This is an optimization exercise on Yosys and OpenROAD, whose aim is small area, a short achievable clock period and few clock cycles per item, not a production implementation. No run shown here included a check of the RTL's function; only the layout flow was run.

===== flow/run.sh =====
#!/bin/bash
# synth_recipe.tcl (not shown) runs the flow's synth.tcl, then flattens the netlist and writes it again
# the make line also repeats each setting of config.mk as NAME=value (left out here)
make -C /OpenROAD-flow-scripts/flow DESIGN_CONFIG=/design/flow/config.mk WORK_HOME=/design/flow/orfs CLKGATE_MAP_FILE= SYNTH_SCRIPT=/design/flow/synth_recipe.tcl finish

===== flow/config.mk =====
export PLATFORM = sky130hd
export DESIGN_NAME = srv_loop_block
export DESIGN_NICKNAME = srv_loop_block
export VERILOG_FILES = /design/flow/design.v
export SDC_FILE = /design/flow/constraint.sdc
export NUM_CORES = 4
export LEC_CHECK = 0
export CAP_MARGIN = 20
export CORE_MARGIN = 2
export CORE_UTILIZATION = 40
export PLACE_DENSITY = 0.6
export SLEW_MARGIN = 20

===== flow/constraint.sdc =====
create_clock -name core_clock -period 14.0 [get_ports {clk}]
set_input_delay 2.8000 -clock core_clock [delete_from_list [all_inputs] [get_ports {clk}]]
set_output_delay 2.8000 -clock core_clock [all_outputs]
set_load 0.01 [all_outputs]

===== flow/design.v =====
module srv_loop_block (
    input  wire        clk,
    input  wire        rst,           
    input  wire        wr_en,
    input  wire [7:0]  wr_addr,
    input  wire [31:0] wr_data,
    input  wire        run_valid,
    output wire        run_ready,
    input  wire        run_close,     
    input  wire [15:0] run_m,         
    input  wire [15:0] run_now,       
    input  wire [15:0] run_ff,        
    input  wire [15:0] run_openval,   
    output reg         done,
    output reg  [15:0] y,
    output reg  [15:0] v,
    output reg  [31:0] i_out,
    output reg         iclamp,
    output reg         aw,
    output reg         esign          
);
    function signed [15:0] sat16;
        input signed [24:0] a;
        begin
            if (a > 25'sd32767)
                sat16 = 16'sh7fff;
            else if (a < -25'sd32768)
                sat16 = -16'sh8000;
            else
                sat16 = a[15:0];
        end
    endfunction
    function signed [15:0] store;
        input signed [35:0] a;
        input        [1:0]  s;
        reg   signed [38:0] t;
        reg   signed [39:0] r;
        begin
            t = {{3{a[35]}}, a} <<< s;
            r = {t[38], t} + 40'sd16384 - {39'd0, t[38]};
            store = sat16(r[39:15]);
        end
    endfunction
    reg signed [15:0] gain;
    reg        [1:0]  gshift;
    reg signed [15:0] ki;
    reg        [3:0]  ki_shift;
    reg        [14:0] iclamp_lim;
    reg signed [15:0] limit_lo, limit_hi;
    reg        [2:0]  nn, nb;
    reg signed [15:0] cb0 [0:9];
    reg signed [15:0] cb1 [0:9];
    reg signed [15:0] cb2 [0:9];
    reg signed [15:0] ca1 [0:9];
    reg signed [15:0] ca2 [0:9];
    reg        [1:0]  csh [0:9];
    reg signed [15:0] sx1 [0:9];
    reg signed [15:0] sx2 [0:9];
    reg signed [15:0] sy1 [0:9];
    reg signed [15:0] sy2 [0:9];
    reg signed [31:0] integ;
    reg               aw_r;
    reg               esign_r;
    reg               wpend;
    reg        [5:0]  wa;           
    reg        [31:0] wd;
    reg               va;
    reg signed [15:0] a_e, a_ff, a_ov;
    reg               a_close;
    reg               vg;
    reg        [1:0]  g_ph;         
    reg signed [15:0] g_e, g_x0, g_ff, g_ov;
    reg signed [32:0] g_iv;         
    reg               g_close;
    reg               vc;
    reg        [9:0]  c_oh;         
    reg        [9:0]  p_oh;         
    reg               c_last;
    reg signed [15:0] c_x, c_ff;
    reg signed [32:0] c_iv;
    reg               c_ez, c_en, c_close;
    reg signed [34:0] p_r;
    reg signed [15:0] b0_r;
    reg        [1:0]  sh_r;
    reg               vo1;
    reg signed [15:0] o_up, o_ff;
    reg signed [32:0] o_iv;
    reg               o_ez, o_en, o_close;
    reg               vo2;
    reg signed [15:0] q_up, q_ff;
    reg signed [31:0] q_i;
    reg               q_ic, q_cact, q_cneg, q_close, q_keep;
    wire pipe_empty = !va && !vg && !vc && !vo1 && !vo2;
    assign run_ready = !va && !(wpend && !pipe_empty);
    wire accept = run_valid && run_ready;
    wire wapply = wpend && pipe_empty;
    wire [2:0] nn_eff = nn[2] ? 3'd4 : nn;
    wire [2:0] nb_eff = (nb == 3'd7) ? 3'd6 : nb;
    wire       has_n  = (nn_eff != 3'd0);
    wire       has_b  = (nb_eff != 3'd0);
    wire       s_zero = !has_n && !has_b;
    wire [9:0] act;
    assign act[0] = (nn_eff > 3'd0);
    assign act[1] = (nn_eff > 3'd1);
    assign act[2] = (nn_eff > 3'd2);
    assign act[3] = (nn_eff > 3'd3);
    assign act[4] = (nb_eff > 3'd0);
    assign act[5] = (nb_eff > 3'd1);
    assign act[6] = (nb_eff > 3'd2);
    assign act[7] = (nb_eff > 3'd3);
    assign act[8] = (nb_eff > 3'd4);
    assign act[9] = (nb_eff > 3'd5);
    wire [9:0] first_oh = has_n ? 10'b0000000001 : 10'b0000010000;
    function [9:0] next_oh;
        input [9:0] cur;
        input [9:0] a;
        reg   [9:0] sh;
        begin
            sh = {cur[8:0], 1'b0} & a;
            if (sh != 10'd0)
                next_oh = sh;
            else if ((cur[3:0] != 4'd0) && a[4])
                next_oh = 10'b0000010000;
            else
                next_oh = 10'd0;
        end
    endfunction
    wire [9:0] p_next   = next_oh(p_oh, act);
    wire [9:0] f_next   = next_oh(first_oh, act);
    wire       s_one    = (f_next == 10'd0);
    wire c_adv   = vc && !c_last;
    wire c_fin   = vc && c_last;
    wire g_rdy   = vg && (g_ph != 2'd0);
    wire take    = g_rdy && !s_zero && (!vc || (c_last && !s_one));
    wire o1_go   = vo1 && !vo2;
    wire g_bypass = g_rdy && s_zero && (!vo1 || o1_go);    
    wire g_out   = take || g_bypass;
    wire a_to_g  = va && (!vg || g_out);
    reg signed [15:0] r_b0, r_b1, r_b2, r_a1, r_a2, r_x1, r_x2, r_y1, r_y2;
    reg        [1:0]  r_sh;
    integer j;
    always @* begin
        r_b0 = 16'sd0; r_b1 = 16'sd0; r_b2 = 16'sd0; r_a1 = 16'sd0; r_a2 = 16'sd0;
        r_x1 = 16'sd0; r_x2 = 16'sd0; r_y1 = 16'sd0; r_y2 = 16'sd0; r_sh = 2'd0;
        for (j = 0; j < 10; j = j + 1) begin
            r_b0 = r_b0 | (cb0[j] & {16{p_oh[j]}});
            r_b1 = r_b1 | (cb1[j] & {16{p_oh[j]}});
            r_b2 = r_b2 | (cb2[j] & {16{p_oh[j]}});
            r_a1 = r_a1 | (ca1[j] & {16{p_oh[j]}});
            r_a2 = r_a2 | (ca2[j] & {16{p_oh[j]}});
            r_x1 = r_x1 | (sx1[j] & {16{p_oh[j]}});
            r_x2 = r_x2 | (sx2[j] & {16{p_oh[j]}});
            r_y1 = r_y1 | (sy1[j] & {16{p_oh[j]}});
            r_y2 = r_y2 | (sy2[j] & {16{p_oh[j]}});
            r_sh = r_sh | (csh[j] & {2{p_oh[j]}});
        end
    end
    wire signed [34:0] p_comb = r_b1 * r_x1 + r_b2 * r_x2 - r_a1 * r_y1 - r_a2 * r_y2;
    wire signed [31:0] cm0   = b0_r * c_x;
    wire signed [35:0] c_acc = $signed({{4{cm0[31]}}, cm0}) + $signed({p_r[34], p_r});
    wire signed [15:0] c_y   = store(c_acc, sh_r);
    wire signed [31:0] gm  = g_e * ((g_ph == 2'd0) ? gain : ki);
    wire signed [15:0] gx0 = store({{4{gm[31]}}, gm}, gshift);
    wire        [3:0]  dsh = ki_shift - 4'd1;
    reg  signed [32:0] gdelta;
    always @* begin
        if (ki_shift == 4'd0)
            gdelta = {gm, 1'b0};
        else if (ki_shift == 4'd1)
            gdelta = {gm[31], gm};
        else
            gdelta = ($signed({gm[31], gm}) + $signed(33'sd1 <<< (dsh - 4'd1))
                      - $signed({32'd0, gm[31]})) >>> dsh;
    end
    wire signed [16:0] open_ui = $signed({g_ov[15], g_ov}) - $signed({g_ff[15], g_ff});
    wire signed [32:0] g_ivn   = (g_ph == 2'd2) ? g_iv : (g_close ? {open_ui, 16'd0} : gdelta);
    wire        aw_drop = aw_r && !o_ez && (o_en == esign_r);
    wire        aw_keep = aw_r && (o_ez || (o_en == esign_r));
    wire signed [33:0] i_unl = o_close ? {o_iv[32], o_iv}
                                       : ($signed({{2{integ[31]}}, integ}) + (aw_drop ? 34'sd0 : {o_iv[32], o_iv}));
    wire signed [33:0] i_lim = {3'b000, iclamp_lim, 16'd0};
    wire        i_over  = i_unl > i_lim;
    wire        i_under = i_unl < -i_lim;
    wire signed [31:0] i_new = i_over ? i_lim[31:0] : (i_under ? -i_lim[31:0] : i_unl[31:0]);
    wire        i_ic    = (i_new == $signed({1'b0, iclamp_lim, 16'd0})) ||
                          (i_new == -$signed({1'b0, iclamp_lim, 16'd0}));
    wire signed [32:0] ui_t = {q_i[31], q_i} + 33'sd32768 - {32'd0, q_i[31]};
    wire signed [16:0] ui   = ui_t[32:16];
    wire signed [17:0] vsum = {{2{q_up[15]}}, q_up} + {ui[16], ui} + {{2{q_ff[15]}}, q_ff};
    wire signed [15:0] v_new = sat16({{7{vsum[17]}}, vsum});
    wire signed [15:0] y_new = (v_new < limit_lo) ? ((limit_lo > limit_hi) ? limit_hi : limit_lo)
                                                  : ((v_new > limit_hi) ? limit_hi : v_new);
    wire        lim_act = (y_new != v_new);
    wire        lim_neg = (v_new < y_new);
    wire        dir_neg = lim_act ? lim_neg : q_cneg;
    wire        aw_set  = lim_act | q_cact;
    wire        aw_nxt  = aw_set ? 1'b1 : (q_close ? 1'b0 : q_keep);
    wire        es_nxt  = aw_set ? (dir_neg ^ gain[15]) : esign_r;
    wire signed [16:0] err_diff = $signed({run_now[15], run_now}) - $signed({run_m[15], run_m});
    integer k;
    always @(posedge clk) begin
        if (rst) begin
            gain <= 16'sd0; gshift <= 2'd0; ki <= 16'sd0; ki_shift <= 4'd0;
            iclamp_lim <= 15'd0; limit_lo <= 16'sd0; limit_hi <= 16'sd0;
            nn <= 3'd0; nb <= 3'd0;
            for (k = 0; k < 10; k = k + 1) begin
                cb0[k] <= 16'sd0; cb1[k] <= 16'sd0; cb2[k] <= 16'sd0;
                ca1[k] <= 16'sd0; ca2[k] <= 16'sd0; csh[k] <= 2'd0;
                sx1[k] <= 16'sd0; sx2[k] <= 16'sd0; sy1[k] <= 16'sd0; sy2[k] <= 16'sd0;
            end
            integ <= 32'sd0; aw_r <= 1'b0; esign_r <= 1'b0;
            wpend <= 1'b0;
            va <= 1'b0; vg <= 1'b0; vc <= 1'b0; vo1 <= 1'b0; vo2 <= 1'b0;
            done <= 1'b0;
        end else begin
            if (wr_en) begin
                wpend <= 1'b1;
                wa    <= wr_addr[7:2];
                wd    <= wr_data;
            end else if (wapply) begin
                wpend <= 1'b0;
            end
            if (wapply) begin
                case (wa[5:2])
                    4'h0: begin
                        case (wa[1:0])
                            2'd0: begin gain <= wd[15:0]; gshift <= wd[17:16]; end
                            2'd1: begin ki <= wd[15:0]; ki_shift <= wd[19:16]; end
                            2'd2: iclamp_lim <= wd[14:0];
                            2'd3: begin limit_lo <= wd[15:0]; limit_hi <= wd[31:16]; end
                        endcase
                    end
                    4'h1: if (wa[1:0] == 2'd0) begin nb <= wd[2:0]; nn <= wd[6:4]; end
                    default: ;
                endcase
                for (k = 0; k < 10; k = k + 1) begin
                    if (wa[5:2] == ((k < 4) ? (4'h8 + k) : (4'h2 + k - 4))) begin
                        case (wa[1:0])
                            2'd0: begin cb0[k] <= wd[15:0]; cb1[k] <= wd[31:16]; end
                            2'd1: begin cb2[k] <= wd[15:0]; ca1[k] <= wd[31:16]; end
                            2'd2: begin ca2[k] <= wd[15:0]; csh[k] <= wd[17:16]; end
                            default: ;
                        endcase
                    end
                end
            end
            if (accept) begin
                va      <= 1'b1;
                a_e     <= run_close ? 16'sd0 : sat16({{8{err_diff[16]}}, err_diff});
                a_ff    <= run_ff;
                a_ov    <= run_openval;
                a_close <= run_close;
            end else if (a_to_g) begin
                va <= 1'b0;
            end
            if (a_to_g) begin
                vg      <= 1'b1;
                g_ph    <= 2'd0;
                g_e     <= a_e;
                g_ff    <= a_ff;
                g_ov    <= a_ov;
                g_close <= a_close;
            end else begin
                if (g_out)
                    vg <= 1'b0;
                if (vg && g_ph == 2'd0) begin
                    g_x0 <= gx0;
                    g_ph <= 2'd1;
                end else if (vg && g_ph == 2'd1) begin
                    g_iv <= g_ivn;
                    g_ph <= 2'd2;
                end
            end
            p_r  <= (take && g_close) ? 35'sd0 : p_comb;
            b0_r <= r_b0;
            sh_r <= r_sh;
            if (vc) begin
                for (k = 0; k < 10; k = k + 1) begin
                    if (c_oh[k]) begin
                        sx2[k] <= sx1[k];
                        sx1[k] <= c_x;
                        sy2[k] <= sy1[k];
                        sy1[k] <= c_y;
                    end
                end
            end
            if (c_adv) begin
                c_oh   <= p_oh;
                c_last <= (p_next == 10'd0);
                p_oh   <= (p_next == 10'd0) ? first_oh : p_next;
                c_x    <= c_y;
            end else if (take) begin
                c_oh   <= first_oh;
                c_last <= s_one;
                p_oh   <= s_one ? first_oh : f_next;
            end else begin
                p_oh   <= first_oh;
            end
            if (take) begin
                vc      <= 1'b1;
                c_x     <= g_x0;
                c_ff    <= g_ff;
                c_iv    <= g_ivn;
                c_ez    <= (g_e == 16'sd0);
                c_en    <= g_e[15];
                c_close <= g_close;
            end else if (c_fin) begin
                vc <= 1'b0;
            end
            if (g_out && g_close) begin
                for (k = 0; k < 10; k = k + 1) begin
                    sx1[k] <= 16'sd0; sx2[k] <= 16'sd0; sy1[k] <= 16'sd0; sy2[k] <= 16'sd0;
                end
            end
            if (c_fin) begin
                vo1     <= 1'b1;
                o_up    <= c_y;
                o_ff    <= c_ff;
                o_iv    <= c_iv;
                o_ez    <= c_ez;
                o_en    <= c_en;
                o_close <= c_close;
            end else if (g_bypass) begin
                vo1     <= 1'b1;
                o_up    <= g_x0;
                o_ff    <= g_ff;
                o_iv    <= g_ivn;
                o_ez    <= (g_e == 16'sd0);
                o_en    <= g_e[15];
                o_close <= g_close;
            end else if (o1_go) begin
                vo1 <= 1'b0;
            end
            vo2 <= o1_go;
            if (o1_go) begin
                integ   <= i_new;
                q_up    <= o_up;
                q_ff    <= o_ff;
                q_i     <= i_new;
                q_ic    <= i_ic;
                q_cact  <= i_over | i_under;
                q_cneg  <= i_under;
                q_close <= o_close;
                q_keep  <= aw_keep;
            end
            done <= vo2;
            if (vo2) begin
                aw_r    <= aw_nxt;
                esign_r <= es_nxt;
            end
            y      <= y_new;
            v      <= v_new;
            i_out  <= q_i;
            iclamp <= q_ic;
            aw     <= aw_nxt;
            esign  <= es_nxt;
        end
    end
endmodule

==> out/metrics.csv, run 1 <==
stage,metric,value,unit
outcome,outcome,timing/DRC/antenna clean,
routing,drt-total-wl,567000,um
worst_setup_path,reg2reg_depth,38,
sta,slew_headroom,0.0265,
floorplan,ioPinCount,178,
sta,hold_viol,0,
final_layout,fin_cells,24100,
worst_setup_path,path_class,reg2reg,
routing,drt_first_pass_iters,9,
synth,synth_area_leaders,"fa_1 23%, dfxtp_1 19%, nand2_1 9.8%",
final_layout,syn_to_final_growth,9.30,%
worst_setup_path,required,14.74,ns
final_layout,fillers,40300,
routing,wire_per_inst,23.6,um
synth,synth_nets,21600,
routing,dr_wl_met2,259000,um
worst_setup_path,crit_slowest_cell,fa_1,
worst_setup_path,critPathMostFrequentCell,fa_1,
worst_hold_path,hold_class,reg2reg,
clocking,numCtsBuffers,231,
synth,synth-seq-area-share,0.291,
worst_setup_path,rr_endpoint,g_iv[26],
grt,grt_max_degree,219,
routing,vias,135000,
clocking,cts_hold_buf,0,
routing,top_layer,met5,
clocking,cts_root_buf,clkbuf_16,
routing,wl_met1,231000,um
sta,fin_crit,12.55,ns
synth,syn-cell-area,165000,um^2
synth,synth_most_common_cell,nand2_1,
clocking,htree_levels,4,
final_layout,final_util,0.439,
clocking,cts_tree,yes,
floorplan,chipWidth,646,um
final_layout,multi_input_area,104000,um^2
synth,ys_seq_elements,2125,
worst_setup_path,endpoint_kind,register,
worst_hold_path,hold_path_depth,0,
synth,yosys.cell_types.count,107,
worst_setup_path,cpPeakStageDelay,0.91,ns
grt,grt_pass1_vias,131000,
routing,wl_met3,49700,um
final_layout,final_nets,21200,
floorplan,die_y,646,um
worst_setup_path,path_max_fanout,18,
sta,fmax,79.7,MHz
placement,gp_congestion,0.952,
clocking,cts_resized,0,
synth,avgSynthCellArea,8.77,um^2
final_layout,seqCellArea,47900,um^2
worst_setup_path,reg2reg_from,g_ph[1],
worst_setup_path,critical_path_arrival,13.30,ns
routing,antenna_left,0,
synth,synthFlopType,dfxtp_1,
worst_hold_path,min_to,g_e[12],
placement,portBuffers,175,
run,cap_violations,0,
sta,timing.final.crit_share,0.897,
clocking,clk_latency,0.99,ns
routing,drc,0,
floorplan,rows,235,
clocking,cts_setup_buffers,0,
synth,synth.top_cell.area_share,0.229,
sta,worstMarginPinSlew,1.46,ns
sta,setup_viol,0,
worst_setup_path,start_kind,register,
worst_setup_path,regToRegSetupSlack,1.45,ns
floorplan,die_area,417000,um^2
worst_hold_path,hold_path.startpoint,a_e[12],
sta,tns,0,ns
routing,drt-initial-drc-count,13400,
synth,synth_common_cells,"4,293 x nand2_1, 2,158 x inv_1, 1,887 x fa_1",
synth,syn_inst,18800,
placement,pre_cts_slack,1.66,ns
synth,ys_async_sr_fraction,0,
synth,yosysWarnings,11,
sta,rsz0062_at_grt,no,
floorplan,coreArea,410000,um^2
grt,track_usage,0.267,
placement,dpl.hpwl,412000,um
grt,overflow,0,
sta,setup_ws,1.45,ns
routing,routed_via_density,5.59,
clocking,cts_buffer_depth,4,
sta,clock_skew,0.0997,ns
clocking,cts.sinks,2125,
grt,antenna_found_initial,23,
synth,synth_edf_count,533,
synth,yosysTopAreaCell,fa_1,
floorplan,initial_core_util,0.402,
final_layout,drive_above_1_share,0.0623,
placement,place_inst,23600,
sta,slew_viol_final,0,
grt,grt_pass1_wl,846000,um
clocking,cts.reportedPaths.clkPinSlew,0.06,ns
-- worst max-delay path: cells and delay by family, from the launching register on --
kind	cells	cell delay, ns
AO/OA/AOI/OAI	14	4.11
multiplexers	1	0.58
AND/OR/NAND/NOR	5	1.03
XOR/XNOR	1	0.23
buffers and inverters	7	1.06
flip-flops	1	0.48
adder cells (fa/ha/maj)	10	4.84
-- logic make-up after synthesis --
group	synth area share
mux	0.0122
compound gates	0.148
flops	0.291
xor+xnor	0.0148
buf+inv	0.0784
simple gates	0.165
fa+ha+maj	0.290
-- cells in the final DEF, fill, tap and decap left out, drive strengths merged, types with 194 or more instances in the layout --
| master | instances |
|---|---|
| buf | 426 |
| o21ai | 298 |
| o211ai | 194 |
| nor2 | 725 |
| xnor2 | 204 |
| clkbuf | 333 |
| nand3 | 233 |
| and2 | 296 |
| a21oi | 1761 |
| a22oi | 420 |
| nand2 | 4293 |
| fa | 1887 |
| dfxtp | 1592 |
| inv | 2181 |
| ha | 803 |
| edfxtp | 533 |
-- area by class of cell --
cell class	instances	share of cell area
multi-input cells	13300	0.579
flip-flops and latches	2125	0.266
inverters	2166	0.0452
well taps	5451	0.0379
clock buffers	333	0.0372
repair buffers	600	0.0293
clock inverters	96	0.00543
diodes	24	0.000333
-- metrics by stage --
stage	cell area, um^2	hold slack [ns]
after floorplan	165000	0.400
after global placement	172000	0.401
after detailed placement	172000	0.405
after CTS	180000	0.402
after global routing	180000	0.423
final	180000	0.416
-- worst max-delay path by stage --
stage / end / slack [ns] / cells after the start / startpoint
2_1_floorplan: o_iv[16] / 2.80 / 42 / g_ph[0]
3_3_place_gp: o_iv[5] / 1.69 / 39 / g_ph[0]
3_5_place_dp: g_iv[26] / 1.66 / 38 / g_ph[0]
4_1_cts: g_iv[26] / 1.55 / 38 / g_ph[0]
5_1_grt: g_iv[26] / 0.78 / 39 / g_ph[0]
6_report: g_iv[26] / 1.45 / 38 / g_ph[1]
-- routing by layer --
| metal | global-route usage | vias to the layer above |
|---|---|---|
| met3 | 0.0464 | 941 |
| li1 | - | 60900 |
| met4 | 0.109 | 4 |
| met2 | 0.431 | 5673 |
| met1 | 0.356 | 67100 |
| met5 | 0 | - |
-- flip-flops by register name (all words and copies together) (netlist names), 33 cells and up --
signal	flops
ca1	160
ca2	160
cb0	160
cb1	160
cb2	160
sx1	160
sx2	160
sy1	160
sy2	160
p_r	35
c_iv	33
g_iv	33
o_iv	33
==> run 2, diff against run 1 <==
--- a/flow/config.mk
+++ b/flow/config.mk
@@ -5,8 +5,10 @@
 export SDC_FILE = /design/flow/constraint.sdc
 export NUM_CORES = 4
 export LEC_CHECK = 0
+export ABC_CLOCK_PERIOD_IN_PS = 8000
 export CAP_MARGIN = 20
 export CORE_MARGIN = 2
 export CORE_UTILIZATION = 40
 export PLACE_DENSITY = 0.6
+export SETUP_SLACK_MARGIN = 5
 export SLEW_MARGIN = 20
==> out/metrics.csv, run 2 <==
stage,metric,value,unit,change
outcome,outcome,timing/DRC/antenna clean,,
synth,ys_async_sr_fraction,0,,unchanged
sta,fin_crit,10.75,ns,-1.80 ns
floorplan,chipWidth,646,um,unchanged
sta,tns,0,ns,unchanged
floorplan,coreArea,410000,um^2,unchanged
clocking,clk_latency,0.98,ns,about the same
final_layout,layout_commonest_cell,nand2_1,,
synth,synthFlopType,dfxtp_1,,
synth,synth-seq-area-share,0.291,,unchanged
final_layout,final_cell_mix,"4,217 x nand2_1, 2,099 x inv_1, 1,833 x fa_1",,
routing,vias,139000,,+3.2%
routing,routed_via_density,5.59,,about the same
worst_setup_path,cpPeakStageDelay,0.57,ns,-0.34 ns
final_layout,final_nets,22000,,+3.5%
synth,syn-cell-area,165000,um^2,unchanged
clocking,cts_root_buf,clkbuf_16,,
grt,met3_usage,0.0534,,+0.00707
worst_setup_path,required,14.63,ns,-0.11 ns
floorplan,rows,235,,unchanged
sta,setup_ws,3.25,ns,+1.80 ns
synth,synth_edf_count,533,,unchanged
sta,slew_viol_final,0,,unchanged
placement,gp_congestion,0.935,,-1.7%
routing,drt-total-wl,592000,um,+4.5%
sta,hold_ws,0.405,ns,-0.0112 ns
final_layout,syn_to_final_growth,18.3,%,
worst_setup_path,critical_path_arrival,11.38,ns,-1.92 ns
synth,synth_common_cells,"4,293 x nand2_1, 2,158 x inv_1, 1,887 x fa_1",,
synth,yosys.cell_types.count,107,,unchanged
worst_setup_path,path_class,reg2reg,,
grt,overflow,0,,unchanged
floorplan,ioPinCount,178,,unchanged
sta,hold_viol,0,,unchanged
synth,yosysTopAreaCell,fa_1,,
worst_setup_path,path_max_fanout,7,,-11
synth,synth_nets,21600,,unchanged
routing,drc,0,,unchanged
sta,fmax,93.0,MHz,+17%
worst_setup_path,critPathMostFrequentCell,fa_2,,
routing,drt-initial-drc-count,15000,,+12%
sta,slew_headroom,0.165,,+0.139
clocking,cts_tree,yes,,
worst_hold_path,hold_class,reg2reg,,
synth,synth.top_cell.area_share,0.229,,unchanged
placement,pre_cts_slack,1.67,ns,+0.0111 ns
run,cap_violations,0,,unchanged
worst_setup_path,start_kind,register,,
synth,synth_area_leaders,"fa_1 23%, dfxtp_1 19%, nand2_1 9.8%",,
sta,setup_viol,0,,unchanged
clocking,cts.reportedPaths.clkPinSlew,0.06,ns,about the same
synth,yosysWarnings,11,,unchanged
grt,grt_max_degree,208,,-5.0%
worst_setup_path,endpoint_kind,register,,
floorplan,die_y,646,um,unchanged
grt,grt_pass1_vias,134000,,+2.0%
floorplan,die_area,417000,um^2,unchanged
grt,busiest_layer,met2,,
synth,synth_most_common_cell,nand2_1,,
synth,syn_inst,18800,,unchanged
synth,avgSynthCellArea,8.77,um^2,unchanged
worst_setup_path,crit_slowest_cell,fa_1,,
floorplan,initial_core_util,0.402,,unchanged
sta,timing.final.crit_share,0.768,,-0.129
grt,track_usage,0.277,,+0.00959
grt,antenna_found_initial,25,,+8.7%
synth,ys_seq_elements,2125,,unchanged
clocking,htree_levels,4,,unchanged
routing,wire_per_inst,23.9,um,+1.3%
sta,clock_skew,0.101,ns,+0.00180 ns
routing,antenna_left,0,,unchanged
grt,use_met2,0.428,,-0.00218
placement,dpl.hpwl,403000,um,-2.3%
routing,drt_first_pass_iters,6,,-3
clocking,cts_buffer_depth,4,,unchanged
grt,grt_pass1_wl,871000,um,+3.0%
final_layout,drive_above_1_share,0.144,,+0.0818
sta,rsz0062_at_grt,yes,,
sta,worstMarginPinSlew,1.25,ns,-0.207 ns
placement,portBuffers,175,,unchanged
clocking,numCtsBuffers,230,,-0.43%
final_layout,final_util,0.475,,+0.0361
grt,met1_usage,0.374,,+0.0181
clocking,cts.sinks,2125,,unchanged
==> run 2: kinds of logic after synthesis <==
kind of cell | synth area share
flip-flops | 0.291
adder cells (fa/ha/maj) | 0.290
AO/OA/AOI/OAI | 0.148
multiplexers | 0.0122
buffers and inverters | 0.0784
XOR/XNOR | 0.0148
AND/OR/NAND/NOR | 0.165
==> run 2: cell type report <==
cell class	count	area [um^2]
fill	38600	215000
multi-input combinational	13300	110000
sequential	2125	47900
timing repair buffer	1349	13900
inverter	2166	8200
clock buffer	346	6830
tap	5451	6820
clock inverter	78	838
antenna	27	67.6
==> run 2: what timing repair did <==
item	in CTS	in global routing
hold buffers	0	0
resized for setup	888	538
gates cloned	37	5
endpoints found under the setup margin	354	350
setup buffers	552	183
pin swaps	365	413
==> run 2: final timing paths <==
kind                   from         to  slack, ns  depth (start not counted)
hold reg to reg   sx1[1][0]  sx2[1][0]       0.40                          2
setup / recovery    g_ph[1]   o_iv[16]       3.25                         43
setup reg to reg    g_ph[1]   o_iv[16]       3.25                         43
hold / removal    sx1[1][0]  sx2[1][0]       0.40                          2
==> run 2: critical path, delay by kind of cell, from the launching register on <==
kind	cells	cell delay, ns
and+or+nand+nor	8	1.38
muxes	3	1.22
DFF	1	0.43
adders and majority gates	10	4.07
buffers and inverters	11	1.25
AOI/OAI and AO/OA	10	1.96
xor gates and xnor gates	1	0.13
==> run 2: routing by layer <==
layer,up-vias,share of wire
met2,6341,0.44
met5,-,0.00026
met4,16,0.054
met1,69000,0.41
met3,1128,0.096
li1,62400,-
==> run 2: per-stage QoR <==
step / area, um^2 / cells
after floorplan: 167000 / 18800
final: 195000 / 24800
after detailed placement: 173000 / 23600
after CTS: 191000 / 24600
after global placement: 173000 / 23600
after global routing: 195000 / 24800

## afterwards: timing with drivers on the ports
Ports are ideal in the flow. The routed layouts listed here were re-timed in OpenROAD.
Step 1: set_driving_cell puts a clkbuf_16 on clk and a buf_2 on each other input, an assumption about the parent block.
Step 2 moves the port delays by t, midway between the first and last clock arrival at a register: inputs arrive t later, outputs are due t later. That takes back most of the time a late clock gives input paths.
Three values: no drivers, after step 1, after step 2; two values: the first two.
run	shift t [ns]	setup slack, ns	cell pins on the clock port's net
run 1	1.053	1.446 / 1.446 / 1.446	1
run 2	1.050	3.248 / 3.248 / 3.248	1
After both steps every run listed still meets setup and hold.
